Background: an optimization exercise with open tools, aiming at small area, a short achievable clock period and few clock cycles. Do not read the settings as production practice. In this exercise RTL edits were held to simulation tests only and were not proved equivalent to the original.

## q9_dotacc
module q9_dotacc (
    input  wire         clk,
    input  wire         rst,
    input  wire         in_valid,
    output wire         in_ready,
    input  wire         in_first,
    input  wire         in_last,
    input  wire         in_fmt,
    input  wire [127:0] in_w,
    input  wire [127:0] in_a,
    input  wire [15:0]  in_sw,
    input  wire [15:0]  in_sa,
    output reg          out_valid,
    output wire [31:0]  out_acc,
    output wire         out_nsc,
    output wire         out_of
);
==> flow/config.mk <==
export PLATFORM = sky130hd
export DESIGN_NAME = q9_dotacc
export DESIGN_NICKNAME = q9_dotacc
export VERILOG_FILES = /design/flow/design.v
export SDC_FILE = /design/flow/constraint.sdc
export NUM_CORES = 4
export LEC_CHECK = 0
export ABC_AREA = 1
export CAP_MARGIN = 20
export CORE_MARGIN = 2
export CORE_UTILIZATION = 40
export SLEW_MARGIN = 20
==> flow/constraint.sdc <==
create_clock -name core_clock -period 90.0 [get_ports {clk}]
set_input_delay 18.0000 -clock core_clock [delete_from_list [all_inputs] [get_ports {clk}]]
set_output_delay 18.0000 -clock core_clock [all_outputs]
set_load 0.01 [all_outputs]
standard.sh (not shown) runs the stock make flow with config.mk's settings and CLKGATE_MAP_FILE= SYNTH_SCRIPT=/design/flow/synth_recipe.tcl, a recipe that flattens the netlist after the stock synthesis.
==> flow/flow/run.sh <==
#!/bin/bash
# The standard layout (the standard.sh, standard synthesis included), with
# every input and output port buffered by the smallest buffer cell instead of
# the one buffer_ports picks by default. Each tool's output goes to the ORFS
# logs under orfs/logs; this script's own output goes to flow_run.log.
set -euo pipefail
bash standard.sh "BUFFER_PORTS_ARGS=-buffer_cell sky130_fd_sc_hd__buf_1" finish > flow_run.log 2>&1
The baseline finished with timing, DRC and antenna clean.
Testbench counts at the start, summed over its fixed seeds: cycles 46,863.
Next try:
--- a/flow/config.mk
+++ b/flow/config.mk
@@ -11,2 +11,4 @@
 export CORE_UTILIZATION = 40
+export CTS_CLUSTER_DIAMETER = 300
+export CTS_CLUSTER_SIZE = 22
 export SLEW_MARGIN = 20
After rerunning:
- synthesized area stays the same
- routed wire length goes down by 0.68%
Next try:
==> flow/run.sh (new file) <==
#!/bin/bash
# synth_recipe.tcl (not shown) runs the flow's synth.tcl, then flattens the netlist and writes it again
# the make line also repeats each setting of config.mk as NAME=value (left out here)
make -C /OpenROAD-flow-scripts/flow DESIGN_CONFIG=/design/flow/config.mk WORK_HOME=/design/flow/orfs CLKGATE_MAP_FILE= SYNTH_SCRIPT=/design/flow/synth_recipe.tcl finish
--- a/flow/config.mk
+++ b/flow/config.mk
@@ -11,4 +11,2 @@
 export CORE_UTILIZATION = 40
-export CTS_CLUSTER_DIAMETER = 300
-export CTS_CLUSTER_SIZE = 22
 export SLEW_MARGIN = 20
removed: flow/flow/run.sh
removed: flow/standard.sh
What happened:
- count of clock-buffer cells in the layout climbs by 33
- wire length climbs by 0.40%
- worst hold slack barely changes
- setup slack degrades by 0.44 ns
- area after synthesis does not change
- utilization climbs by 2.8 points
- flip-flop and latch count does not change

Setup of 09-09:
Another version of the RTL of q9_dotacc (not shown whole).
Size in the first run: about 5600 cells after synthesis, ~400 flip-flops, roughly 330 I/O pins, about 41000 um2 of cells after synthesis.
==> flow/design.v (excerpt) <==
module q9_dotacc (
    input  wire         clk,
    input  wire         rst,
    input  wire         in_valid,
    output wire         in_ready,
    input  wire         in_first,
    input  wire         in_last,
    input  wire         in_fmt,
    input  wire [127:0] in_w,
    input  wire [127:0] in_a,
    input  wire [15:0]  in_sw,
    input  wire [15:0]  in_sa,
    output reg          out_valid,
    output wire [31:0]  out_acc,
    output wire         out_nsc,
    output wire         out_of
);
clock: 90.0 ns
lec_check: 0
abc_area: 1
cap_margin: 20
core_margin: 2
core_utilization: 40
cts_cluster_diameter: 300
cts_cluster_size: 22
slew_margin: 20
==> flow/flow/run.sh <==
#!/bin/bash
# The standard layout (the standard.sh) with three changes to how it is
# built:
#  - synthesis is the standard synthesis script with the final ABC
#    mapping of combinational logic done by flow/q9_abc.script (an
#    area-oriented script) -- see flow/q9_synth.tcl;
#  - every input and output port is buffered by sky130_fd_sc_hd__buf_1 instead
#    of the cell buffer_ports picks by default (clkdlybuf4s50_1);
#  - clock tree synthesis runs with the flow's usual arguments plus
#    -dont_use_dummy_load, with sinks clustered 22 at a time within 300 um.
# Each tool's output goes to the ORFS logs under orfs/logs; this script's own
# output goes to flow_run.log in the folder it runs in.
set -euo pipefail
export Q9_WORK="$PWD"
export Q9_ABC_SCRIPT="$PWD/flow/q9_abc.script"
bash standard.sh \
  "SYNTH_SCRIPT=$PWD/flow/q9_synth.tcl" \
  "BUFFER_PORTS_ARGS=-buffer_cell sky130_fd_sc_hd__buf_1" \
  "CTS_ARGS=-sink_clustering_enable -repair_clock_nets -sink_clustering_size 22 -sink_clustering_max_diameter 300 -dont_use_dummy_load" \
  finish > flow_run.log 2>&1
==> flow/flow/q9_abc.script <==
strash
dc2
dch -f
map -a
topo
stime -c
buffer -c
upsize -c
dnsize -c
==> flow/flow/q9_synth.tcl <==
# The standard synthesis (its synth_recipe.tcl, sourced unchanged), with
# one change: the final ABC technology mapping of the combinational logic uses
# flow/q9_abc.script, an area-oriented script, instead of ORFS's
# abc_area.script. Registers are mapped before that step and are not passed
# to ABC, so they are the standard synthesis's.
proc abc {args} {
    set i [lsearch -exact $args -script]
    if {$i >= 0} {
        set args [lreplace $args [expr {$i + 1}] [expr {$i + 1}] $::env(Q9_ABC_SCRIPT)]
    }
    puts "q9_synth: abc with $::env(Q9_ABC_SCRIPT)"
    yosys abc {*}$args
}
source $::env(Q9_WORK)/synth_recipe.tcl
09-09 | status: complete | timing, DRC, antenna: pass
Testbench counts of 09-09, summed over its fixed seeds: cycles 46,863.
For 09-28, these inputs were changed with respect to 09-09:
- CORE_UTILIZATION: 40 -> 70
## What came out
- Diff 09-09 -> 09-28 | worst reg-to-reg path cell count | increase of 6
- Run comparison: 09-09 highest metal layer with signal wires met5; 09-28 highest metal layer with signal wires met4
- In 09-28, the final design instance area without fill came out 740 um2 below the value in 09-09.
- Compared with 09-09, 09-28 shows a die outline height that is 78 um lower.

q9_dotacc, a different RTL version from the one above (not shown whole).
Size in the first run: ~6200 cells after synthesis, ~400 flip-flops, about 330 I/O pins, roughly 43000 µm² of cells after synthesis.
// q9_dotacc
module q9_dotacc (
    input  wire         clk,
    input  wire         rst,
    input  wire         in_valid,
    output wire         in_ready,
    input  wire         in_first,
    input  wire         in_last,
    input  wire         in_fmt,
    input  wire [127:0] in_w,
    input  wire [127:0] in_a,
    input  wire [15:0]  in_sw,
    input  wire [15:0]  in_sa,
    output reg          out_valid,
    output wire [31:0]  out_acc,
    output wire         out_nsc,
    output wire         out_of
);
export LEC_CHECK = 0
export ABC_AREA = 1
export CAP_MARGIN = 20
export CORE_MARGIN = 2
export CORE_UTILIZATION = 40
export CTS_CLUSTER_DIAMETER = 300
export CTS_CLUSTER_SIZE = 22
export PLACE_DENSITY = 0.75
export SLEW_MARGIN = 20
create_clock -name core_clock -period 90.0 [get_ports {clk}]
==> flow/flow/run.sh <==
#!/bin/bash
# The standard layout (the standard.sh, standard synthesis included), with
# two changes to how it is built:
#  - every input and output port is buffered by sky130_fd_sc_hd__buf_1 instead
#    of the buffer cell buffer_ports picks by default (clkdlybuf4s50_1);
#  - clock tree synthesis runs with the flow's usual arguments plus
#    -dont_use_dummy_load (no dummy load cells), with sinks clustered 22 at a
#    time within 300 um.
# Each tool's output goes to the ORFS logs under orfs/logs; this script's own
# output goes to flow_run.log in the folder it runs in.
set -euo pipefail
bash standard.sh \
  "BUFFER_PORTS_ARGS=-buffer_cell sky130_fd_sc_hd__buf_1" \
  "CTS_ARGS=-sink_clustering_enable -repair_clock_nets -sink_clustering_size 22 -sink_clustering_max_diameter 300 -dont_use_dummy_load" \
  finish > flow_run.log 2>&1
Testbench counts at the start, summed over its fixed seeds: cycles 46,863.
Next try:
CORE_UTILIZATION = 60   (was 40)
PLACE_DENSITY = default   (was 0.75)
=> The changed run ran to the end with no violations. Setup slack improved by 110 ps. Critical path depth is unchanged. Synthesized area stays the same. Maximum frequency increases slightly. Routed wire length fell by a few percent. Final area went down slightly.

q9_dotacc, a different RTL version from the one above (not shown whole).
Size: roughly 400 flip-flops, roughly 330 I/O pins, roughly 0.040 mm^2 of cells after synthesis.
==> flow/config.mk <==
export PLATFORM = sky130hd
export DESIGN_NAME = q9_dotacc
export DESIGN_NICKNAME = q9_dotacc
export VERILOG_FILES = /design/flow/design.v
export SDC_FILE = /design/flow/constraint.sdc
export NUM_CORES = 4
export LEC_CHECK = 0
export ABC_AREA = 1
export CAP_MARGIN = 20
export CORE_MARGIN = 2
export CORE_UTILIZATION = 80
export CTS_CLUSTER_DIAMETER = 300
export CTS_CLUSTER_SIZE = 22
export SLEW_MARGIN = 20
==> flow/constraint.sdc <==
create_clock -name core_clock -period 90.0 [get_ports {clk}]
set_input_delay 18.0000 -clock core_clock [delete_from_list [all_inputs] [get_ports {clk}]]
set_output_delay 18.0000 -clock core_clock [all_outputs]
set_load 0.01 [all_outputs]
==> flow/flow/run.sh <==
#!/bin/bash
# The standard layout (the standard.sh) with three changes to how it is
# built:
#  - synthesis is the standard synthesis script with the final ABC
#    mapping of combinational logic done by flow/q9_abc.script (an
#    area-oriented script) -- see flow/q9_synth.tcl;
#  - every input and output port is buffered by sky130_fd_sc_hd__buf_1 instead
#    of the cell buffer_ports picks by default (clkdlybuf4s50_1);
#  - clock tree synthesis runs with the flow's usual arguments plus
#    -dont_use_dummy_load, with sinks clustered 22 at a time within 300 um.
# Each tool's output goes to the ORFS logs under orfs/logs; this script's own
# output goes to flow_run.log in the folder it runs in.
set -euo pipefail
export Q9_WORK="$PWD"
export Q9_ABC_SCRIPT="$PWD/flow/q9_abc.script"
bash standard.sh \
  "SYNTH_SCRIPT=$PWD/flow/q9_synth.tcl" \
  "BUFFER_PORTS_ARGS=-buffer_cell sky130_fd_sc_hd__buf_1" \
  "CTS_ARGS=-sink_clustering_enable -repair_clock_nets -sink_clustering_size 22 -sink_clustering_max_diameter 300 -dont_use_dummy_load" \
  finish > flow_run.log 2>&1
==> flow/flow/q9_abc.script <==
strash
dch
amap
strash
dch
amap
strash
dch
amap
topo
stime -c
buffer -c
upsize -c
dnsize -c
Scripts as last shown in full above: flow/flow/q9_synth.tcl
The baseline ran to the end with no violations.
Testbench counts at the start, summed over its fixed seeds: cycles 46,863.
==> next run, changes <==
--- a/flow/flow/run.sh
+++ b/flow/flow/run.sh
@@ -4,3 +4,3 @@
-#  - synthesis is the standard synthesis script with the final ABC
-#    mapping of combinational logic done by flow/q9_abc.script (an
-#    area-oriented script) -- see flow/q9_synth.tcl;
+#  - synthesis is the standard synthesis script run with Yosys's synth
+#    -noabc and with the final ABC mapping of combinational logic done by
+#    flow/q9_abc.script (an area-oriented script) -- see flow/q9_synth.tcl;
==> flow/flow/q9_abc.script (replaced) <==
strash
dch
amap
strash
dch
amap
topo
stime -c
buffer -c
upsize -c
dnsize -c
==> flow/flow/q9_synth.tcl (replaced) <==
# The standard synthesis (its synth_recipe.tcl, read and run as it is) with
# two changes:
#  - Yosys's synth runs with -noabc as well as -nofsm -noshare, so the quick
#    ABC pass inside synth's fine step is skipped and full adders are
#    extracted from the logic as written, without the inverters that pass
#    leaves around them;
#  - the final ABC technology mapping of combinational logic uses
#    flow/q9_abc.script, an area-oriented script, instead of ORFS's
#    abc_area.script.
# Registers are mapped before ABC and are not passed to it, so they are the
# standard synthesis's; the design is flattened and renamed as synth_recipe.tcl
# does.
proc abc {args} {
    set i [lsearch -exact $args -script]
    if {$i >= 0} {
        set args [lreplace $args [expr {$i + 1}] [expr {$i + 1}] $::env(Q9_ABC_SCRIPT)]
    }
    puts "q9_synth: abc with $::env(Q9_ABC_SCRIPT)"
    yosys abc {*}$args
}
set q9_f [open $::env(Q9_WORK)/synth_recipe.tcl]
set q9_text [read $q9_f]
close $q9_f
set q9_text [string map {"yosys synth -nofsm -noshare" "yosys synth -nofsm -noshare -noabc"} $q9_text]
eval $q9_text
CORE_UTILIZATION = 70   (was 80)
What happened: The new run ran to the end with no violations; setup slack gets better by 0.067 ns; wire length came out lower by 11%; fmax came out higher by 0.35%; critical path depth stays the same; hold slack gets better by 0.0065 ns; synthesized cell count came out lower by 6.1%; flip-flop and latch count does not change; via count came out lower by 10%; final area came out lower by 2.0%.
==> next run, changes <==
--- a/flow/flow/run.sh
+++ b/flow/flow/run.sh
@@ -4,3 +4,3 @@
-#  - synthesis is the standard synthesis script run with Yosys's synth
-#    -noabc and with the final ABC mapping of combinational logic done by
-#    flow/q9_abc.script (an area-oriented script) -- see flow/q9_synth.tcl;
+#  - synthesis is the standard synthesis script with the final ABC
+#    mapping of combinational logic done by flow/q9_abc.script (an
+#    area-oriented script) -- see flow/q9_synth.tcl;
==> flow/flow/q9_abc.script (replaced) <==
strash
dch
amap
topo
stime -c
buffer -c
upsize -c
dnsize -c
==> flow/flow/q9_synth.tcl (replaced) <==
# The standard synthesis (its synth_recipe.tcl, sourced unchanged), with
# one change: the final ABC technology mapping of the combinational logic uses
# flow/q9_abc.script, an area-oriented script, instead of ORFS's
# abc_area.script. Registers are mapped before that step and are not passed
# to ABC, so they are the standard synthesis's.
proc abc {args} {
    set i [lsearch -exact $args -script]
    if {$i >= 0} {
        set args [lreplace $args [expr {$i + 1}] [expr {$i + 1}] $::env(Q9_ABC_SCRIPT)]
    }
    puts "q9_synth: abc with $::env(Q9_ABC_SCRIPT)"
    yosys abc {*}$args
}
source $::env(Q9_WORK)/synth_recipe.tcl
The new run completed without violations; final cell count rose by 8.8%; clock skew is higher by 0.058 ns; maximum frequency barely changes; worst setup slack is worse by 0.039 ns; hold slack hardly moves; die area rose by 3.9%; cell area increases by 3.8%.

-- afterwards: timing with drivers on the ports --
The results above use ideal ports. As a check the final layouts listed here were re-extracted and re-timed, cells and wires unchanged.
Step 1: set_driving_cell puts a clkbuf_16 on clk and a buf_2 on each other input, an assumption about the parent block.
Step 2 adds t to the input delays and takes it off the output delays; t is the mean of the earliest and latest rising clock arrival at the registers after step 1. Input paths then give back, and output paths get back, about the clock's delay inside the block.
Three values: ideal ports, drivers, drivers and shift; two values: the first two.
run | t (ns) | setup WS [ns] | hold WS [ns] | worst setup path at the end
the first run of note 1 | 0.673 | 70.687 / 70.620 / 71.293 | 0.320 / 0.320 / 0.320 | register to output
the second run of note 1 | 0.661 | 70.688 / 70.621 / 71.282 | 0.319 / 0.319 / 0.319 | register to output
the third run of note 1 | 0.666 | 70.247 / 70.179 / 70.845 | 0.320 / 0.320 / 0.320 | register to output
09-09 | 0.651 | 70.816 / 70.754 / 71.405 | 0.328 / 0.328 / 0.328 | register to output
09-28 | 0.624 | 70.891 / 70.829 / 71.453 | 0.319 / 0.319 / 0.319 | register to output
the first run of note 3 | 0.650 | 70.765 / 70.702 / 71.352 | 0.332 / 0.332 / 0.332 | register to output
the second run of note 3 | 0.638 | 70.873 / 70.805 / 71.443 | 0.332 / 0.332 / 0.332 | register to output
the first run of note 4 | 0.633 | 70.830 / 70.763 / 71.396 | 0.325 / 0.325 / 0.325 | register to output
the second run of note 4 | 0.625 | 70.898 / 70.833 / 71.456 | 0.331 / 0.331 / 0.331 | input to register
the third run of note 4 | 0.636 | 70.859 / 70.794 / 71.430 | 0.330 / 0.330 / 0.330 | register to output
After both steps setup and hold are still met in every run listed.
